Source: an optimization exercise on an open RTL-to-GDS flow (aim: small area). Production flows keep margins and buffers that such runs may drop. Only simulation tests tie the RTL to the original design; equivalence was not proved.

==> inputs of branch ember <==
Design dpll_loop_filter, start of the top module:
module dpll_loop_filter (
    input  wire               clk,
    input  wire               rst,
    input  wire               start,
    input  wire               preset,
    input  wire signed [31:0] e_loop,
    input  wire               frozen,
    input  wire        [4:0]  bw_code,
    input  wire        [2:0]  damp,
    input  wire               type3,
    input  wire        [9:0]  lim_ppm,
    input  wire signed [47:0] preset_fcw,
    output reg                done,
    output wire signed [47:0] fcw,
    output reg                clamp
);
export LEC_CHECK = 0
export ABC_AREA = 1
export CAP_MARGIN = 0
export CORE_MARGIN = 2
export CORE_UTILIZATION = 40
export CTS_BUF_LIST = sky130_fd_sc_hd__clkbuf_8
export SLEW_MARGIN = 0
export SYNTH_HIERARCHICAL = 1
export SYNTH_MEMORY_MAX_BITS = 131072
export SYNTH_MINIMUM_KEEP_SIZE = 0
create_clock -name core_clock -period 40.0 [get_ports {clk}]
run.sh (not shown) runs the stock make flow with config.mk's settings and CLKGATE_MAP_FILE= SYNTH_SCRIPT=/design/flow/synth_recipe.tcl, a recipe that flattens the netlist after the stock synthesis.
==> inputs of branch nickel, as changes to branch ember <==
==> flow/flow/run.sh (new file) <==
#!/bin/bash
# Own flow: the standard layout (standard.sh), with every input and output
# port buffered by sky130_fd_sc_hd__buf_1 instead of the delay buffer
# clkdlybuf4s50_1 that buffer_ports picks by default.  The tool output goes to
# log_standard.txt in this folder.
set -euo pipefail
export BUFFER_PORTS_ARGS="-buffer_cell sky130_fd_sc_hd__buf_1"
bash standard.sh > log_standard.txt 2>&1
==> flow/standard.sh (new file) <==
#!/bin/bash
# synth_recipe.tcl (not shown) runs the flow's synth.tcl, then flattens the netlist and writes it again
# the make line also repeats each setting of config.mk as NAME=value (left out here)
make -C /OpenROAD-flow-scripts/flow DESIGN_CONFIG=/design/flow/config.mk WORK_HOME=/design/flow/orfs CLKGATE_MAP_FILE= SYNTH_SCRIPT=/design/flow/synth_recipe.tcl "${@:-finish}"
- CAP_MARGIN: 0 -> 20
- CTS_CLUSTER_DIAMETER: unset -> 80
- CTS_CLUSTER_SIZE: unset -> 12
- SLEW_MARGIN: 0 -> 20
removed: flow/run.sh
==> inputs of branch zinc, as changes to branch ember <==
==> flow/flow/run.sh (new file) <==
#!/bin/bash
# Own flow: the standard layout (standard.sh), with every input and output
# port buffered by sky130_fd_sc_hd__buf_1 instead of the delay buffer
# clkdlybuf4s50_1 that buffer_ports picks by default, and ORFS's power recovery
# (repair_timing -recover_power after global routing: downsizing gates on paths
# with positive slack) enabled.  The tool output goes to log_standard.txt here.
set -euo pipefail
export BUFFER_PORTS_ARGS="-buffer_cell sky130_fd_sc_hd__buf_1"
export RECOVER_POWER=100
bash standard.sh > log_standard.txt 2>&1
==> flow/standard.sh (new file) <==
#!/bin/bash
# synth_recipe.tcl (not shown) runs the flow's synth.tcl, then flattens the netlist and writes it again
# the make line also repeats each setting of config.mk as NAME=value (left out here)
make -C /OpenROAD-flow-scripts/flow DESIGN_CONFIG=/design/flow/config.mk WORK_HOME=/design/flow/orfs CLKGATE_MAP_FILE= SYNTH_SCRIPT=/design/flow/synth_recipe.tcl "${@:-finish}"
- CAP_MARGIN: 0 -> 20
- CTS_CLUSTER_DIAMETER: unset -> 80
- CTS_CLUSTER_SIZE: unset -> 12
- SLEW_MARGIN: 0 -> 20
removed: flow/run.sh
==> summary of the runs <==
- Branch ember completed with no timing, DRC or antenna violations. Branch nickel completed with no timing, DRC or antenna violations. Branch zinc finished with capacitance limit, slew limit left.
- The highest via count belongs to branch ember, the lowest to branch nickel.
- Hold slack: branch zinc > branch nickel > branch ember.
- Global-route usage: branch ember is higher than branch zinc (0.70 points).
- The highest sequential share of layout area belongs to branch zinc, the lowest to branch ember.

==> job 7705: inputs <==
Starting RTL as in the previous note.
## dpll_loop_filter
module dpll_loop_filter (
    input  wire               clk,
    input  wire               rst,
    input  wire               start,
    input  wire               preset,
    input  wire signed [31:0] e_loop,
    input  wire               frozen,
    input  wire        [4:0]  bw_code,
    input  wire        [2:0]  damp,
    input  wire               type3,
    input  wire        [9:0]  lim_ppm,
    input  wire signed [47:0] preset_fcw,
    output reg                done,
    output wire signed [47:0] fcw,
    output reg                clamp
);
export LEC_CHECK = 0
export ABC_AREA = 1
export CAP_MARGIN = 20
export CORE_MARGIN = 2
export CORE_UTILIZATION = 40
export CTS_BUF_LIST = sky130_fd_sc_hd__clkbuf_8
export CTS_CLUSTER_DIAMETER = 80
export CTS_CLUSTER_SIZE = 16
export SLEW_MARGIN = 20
export SYNTH_HIERARCHICAL = 1
export SYNTH_MEMORY_MAX_BITS = 131072
export SYNTH_MINIMUM_KEEP_SIZE = 0
create_clock -name core_clock -period 40.0 [get_ports {clk}]
Stock flow here: none of the scripts above is used.
==> job 9148: changes against job 7705 <==
==> flow/flow/run.sh (new file) <==
#!/bin/bash
# Own flow: the standard layout (standard.sh), with every input and output
# port buffered by sky130_fd_sc_hd__buf_1 instead of the delay buffer
# clkdlybuf4s50_1 that buffer_ports picks by default, and clock tree synthesis
# without dummy loads.  The tool output goes to log_standard.txt in this folder.
set -euo pipefail
export BUFFER_PORTS_ARGS="-buffer_cell sky130_fd_sc_hd__buf_1"
export CTS_ARGS="-sink_clustering_enable -repair_clock_nets -sink_clustering_size 12 -sink_clustering_max_diameter 80 -buf_list sky130_fd_sc_hd__clkbuf_8 -dont_use_dummy_load"
bash standard.sh > log_standard.txt 2>&1
==> flow/standard.sh (new file) <==
#!/bin/bash
# synth_recipe.tcl (not shown) runs the flow's synth.tcl, then flattens the netlist and writes it again
# the make line also repeats each setting of config.mk as NAME=value (left out here)
make -C /OpenROAD-flow-scripts/flow DESIGN_CONFIG=/design/flow/config.mk WORK_HOME=/design/flow/orfs CLKGATE_MAP_FILE= SYNTH_SCRIPT=/design/flow/synth_recipe.tcl "${@:-finish}"
- CORE_UTILIZATION: 40 -> 50
- CTS_CLUSTER_SIZE: 16 -> 12
removed: flow/run.sh
==> run summary <==
- In job 7705 the routed wire length is larger than in job 9148, by about 3.7%.
- Of job 9148 and job 7705, job 9148 has the higher critical path depth (gap 6).
- Against job 7705, the worst setup slack of job 9148 is better by 0.17 ns.
- Register-to-register slack: job 9148 is worse than job 7705 (0.06 ns).
- Against job 7705, the core utilization of job 9148 is higher by 8.9 points.
- Against job 9148, the via count of job 7705 is lower by about 1.2%.
- Area after synthesis is the same in job 7705 and job 9148.
- In job 7705 the final cell count is larger than in job 9148, by 3.5%.
==> figures <==
item	job 9148	job 7705
Global Route met1 Usage	53.25%	45.15%
Proportion of cell area occupied by registers	11.47%	11.12%
Non-clock buffer instance count of the final layout	252	248
Non-Filler Instances	6844	7085
Final area over synthesized area	1.0350x	1.0674x
Area of the core	80160 um2	99860 um2
Top routing layer used	met4	met5
Number of global-route vias before repair	40830	40910
Final Skew	0.09571 ns	0.04459 ns
Sum of met3 wire segment lengths after detailed routing	15510 um	13680 um
Vias/cell	6.287	5.999
Status	no timing/DRC/antenna violations	no timing/DRC/antenna violations
CTS Buf Count	24	21
Final cell area excluding filler cells	41640 um2	42950 um2

==> trial 38: inputs <==
dpll_loop_filter, a different RTL version from the one above (not shown whole).
clock: 40.0 ns
lec_check: 0
abc_area: 1
cap_margin: 20
core_margin: 2
core_utilization: 40
gpl_timing_driven: 0
slew_margin: 20
synth_hierarchical: 1
synth_memory_max_bits: 131072
synth_minimum_keep_size: 0
Stock flow here: none of the scripts above is used.
==> trial 29 (differences from trial 38) <==
--- a/flow/config.mk
+++ b/flow/config.mk
@@ -11,3 +11,2 @@
 export CORE_UTILIZATION = 40
-export GPL_TIMING_DRIVEN = 0
 export SLEW_MARGIN = 20
==> notes <==
Of trial 29 and trial 38, trial 38 has the higher hold slack (gap 0.54 ps). Of trial 38 and trial 29, trial 29 has the higher clock-buffer cell count (gap 3). In trial 38 the via count is higher than in trial 29, by 1.9%. Against trial 38, the maximum frequency of trial 29 is larger by 1.2%. In sequential cell count, trial 29 and trial 38 do not differ. In synthesized cell count, trial 38 and trial 29 do not differ. Against trial 38, the core utilization of trial 29 is higher by 0.58 points. Of trial 38 and trial 29, trial 38 has the higher global-route usage (gap 2.7 points). Against trial 38, the critical path depth of trial 29 is higher by 15. Clock skew: trial 38 is lower than trial 29 (13 ps).

==> inputs of exp/xenon <==
dpll_loop_filter with an RTL version that a note above also has.
// dpll_loop_filter
module dpll_loop_filter (
    input  wire               clk,
    input  wire               rst,
    input  wire               start,
    input  wire               preset,
    input  wire signed [31:0] e_loop,
    input  wire               frozen,
    input  wire        [4:0]  bw_code,
    input  wire        [2:0]  damp,
    input  wire               type3,
    input  wire        [9:0]  lim_ppm,
    input  wire signed [47:0] preset_fcw,
    output reg                done,
    output wire signed [47:0] fcw,
    output reg                clamp
);
    reg  [81:0] i1;           
    reg  [95:0] i2;
    reg  [39:0] fcw_r;        
    reg         prev_valid;
    reg  [8:0]  prev_cfg;
    reg         p1, p2, p3, p4;
    assign fcw = {{8{fcw_r[39]}}, fcw_r};
    wire p0  = start;
    wire act = ~frozen;
    wire [4:0] code_n = (bw_code > 5'd20) ? 5'd20 : bw_code;
    wire [2:0] damp_a = (damp > 3'd5) ? 3'd4 : damp;
    wire [2:0] damp_n = (type3 && damp_a < 3'd3) ? 3'd3 : damp_a;
    wire [8:0] cfg    = {type3, damp_n, code_n};
    wire       chg    = prev_valid && (cfg != prev_cfg);
  ...
clock: 40.0 ns
lec_check: 0
abc_area: 1
cap_margin: 20
core_margin: 2
core_utilization: 40
cts_buf_list: sky130_fd_sc_hd__clkbuf_8
cts_cluster_diameter: 80
cts_cluster_size: 12
place_density: 0.75
slew_margin: 20
synth_hierarchical: 1
synth_memory_max_bits: 131072
synth_minimum_keep_size: 0
standard.sh (not shown) runs the stock make flow with config.mk's settings and CLKGATE_MAP_FILE= SYNTH_SCRIPT=/design/flow/synth_recipe.tcl, a recipe that flattens the netlist after the stock synthesis.
==> flow/flow/run.sh <==
#!/bin/bash
# Own flow: the standard layout (standard.sh), with every input and output
# port buffered by sky130_fd_sc_hd__buf_1 instead of the delay buffer
# clkdlybuf4s50_1 that buffer_ports picks by default, and clock tree synthesis
# without dummy loads.  The tool output goes to log_standard.txt in this folder.
set -euo pipefail
export BUFFER_PORTS_ARGS="-buffer_cell sky130_fd_sc_hd__buf_1"
export CTS_ARGS="-sink_clustering_enable -repair_clock_nets -sink_clustering_size 12 -sink_clustering_max_diameter 80 -buf_list sky130_fd_sc_hd__clkbuf_8 -dont_use_dummy_load"
bash standard.sh > log_standard.txt 2>&1
==> inputs of exp/harbor, as changes to exp/xenon <==
==> flow/flow/run.sh (replaced) <==
#!/bin/bash
# Own flow: the standard layout (standard.sh), with every input and output
# port buffered by sky130_fd_sc_hd__buf_1 instead of the delay buffer
# clkdlybuf4s50_1 that buffer_ports picks by default.  The tool output goes to
# log_standard.txt in this folder.
set -euo pipefail
export BUFFER_PORTS_ARGS="-buffer_cell sky130_fd_sc_hd__buf_1"
bash standard.sh > log_standard.txt 2>&1
--- a/flow/config.mk
+++ b/flow/config.mk
@@ -14,3 +14,3 @@
 export CTS_CLUSTER_SIZE = 12
-export PLACE_DENSITY = 0.75
+export GPL_TIMING_DRIVEN = 0
 export SLEW_MARGIN = 20
==> qor summary <==
Number of placed instances with taps included: exp/harbor 7353; exp/xenon 7051
Share of the clock period used by the worst path: exp/harbor 0.9288; exp/xenon 0.8962
Number of global-route vias before repair: exp/harbor 43330; exp/xenon 41327
Drt total wl: exp/harbor 207100 µm; exp/xenon 172400 µm
Depth of the worst register-to-register path: exp/harbor 122; exp/xenon 121
Total cell area at the placement stage: exp/harbor 42500 µm²; exp/xenon 41570 µm²
Min-delay src: exp/harbor i1[1]; exp/xenon i1[19]
Number of gates on the worst path with buffers counted: exp/harbor 124; exp/xenon 125
Met1 usage: exp/harbor 0.4940; exp/xenon 0.4193
Syn-to-layout area delta: exp/harbor 6.732%; exp/xenon 4.136%
Setup crit end: exp/harbor fcw_r[0]; exp/xenon i1[80]
Post-route design area: exp/harbor 42950 µm²; exp/xenon 41900 µm²
Final core area utilization: exp/harbor 0.4301; exp/xenon 0.4196
Data buffer area share: exp/harbor 0.05512; exp/xenon 0.03073
Pre-CTS setup slack: exp/harbor 2.750 ns; exp/xenon 4.115 ns
Result of the run: exp/harbor no timing/DRC/antenna violations; exp/xenon no timing/DRC/antenna violations
# nets final: exp/harbor 6777; exp/xenon 6473
Hold path endpoint: exp/harbor i1[1]; exp/xenon i1[19]
CLK BUF: exp/harbor 26; exp/xenon 24
Antenna violations before repair: exp/harbor 5; exp/xenon 3
Count of plain and timing-repair buffers: exp/harbor 550; exp/xenon 247
Reg2reg setup slack: exp/harbor 9.96 ns; exp/xenon 11.15 ns
Later-pin clock latency in the skew report: exp/harbor 0.70 ns; exp/xenon 0.62 ns
Slowest cell on the critical path: exp/harbor nor2_1; exp/xenon inv_1

[re-timing with driven ports]
Ports are ideal in the flow. The routed layouts listed here were re-timed in OpenROAD.
Step 1 sets driving cells, clkbuf_16 on the clock port and buf_2 on the other inputs (assumed; they add their load-dependent delay and slew).
Step 2 times the ports against the registers' clock, not the clock port: input delays grow and output delays shrink by t, the midpoint of the rising clock arrivals with the driver on.
Three values: ideal ports, drivers, drivers and shift; two values: the first two.
run	t, ns	setup WS [ns]	worst register clock-pin slew, ns	worst data-port slew with drivers (ns)	cell pins on the clock port's net
branch ember	0.698	4.395 / 4.436 / 3.739	0.07 / 0.07	0.09	1
branch nickel	0.681	5.047 / 5.085 / 4.404	0.10 / 0.10	0.12	1
branch zinc	0.680	3.848 / 3.883 / 3.203	0.10 / 0.10	0.13	1
job 7705	0.691	4.538 / 4.577 / 3.886	0.12 / 0.12	0.09	1
job 9148	0.681	4.705 / 4.740 / 4.059	0.11 / 0.11	0.07	1
trial 38	0.669	1.318 / 1.366 / 0.697	0.07 / 0.07	0.10	1
trial 29	0.641	1.760 / 1.798 / 1.156	0.07 / 0.07	0.08	1
exp/xenon	0.652	4.153 / 4.186 / 3.534	0.11 / 0.11	0.05	1
exp/harbor	0.730	2.846 / 2.889 / 2.159	0.10 / 0.10	0.10	1
The setup slack of exp/harbor, which loses most, moves by +0.043 ns with the drivers and by -0.687 ns with both steps.
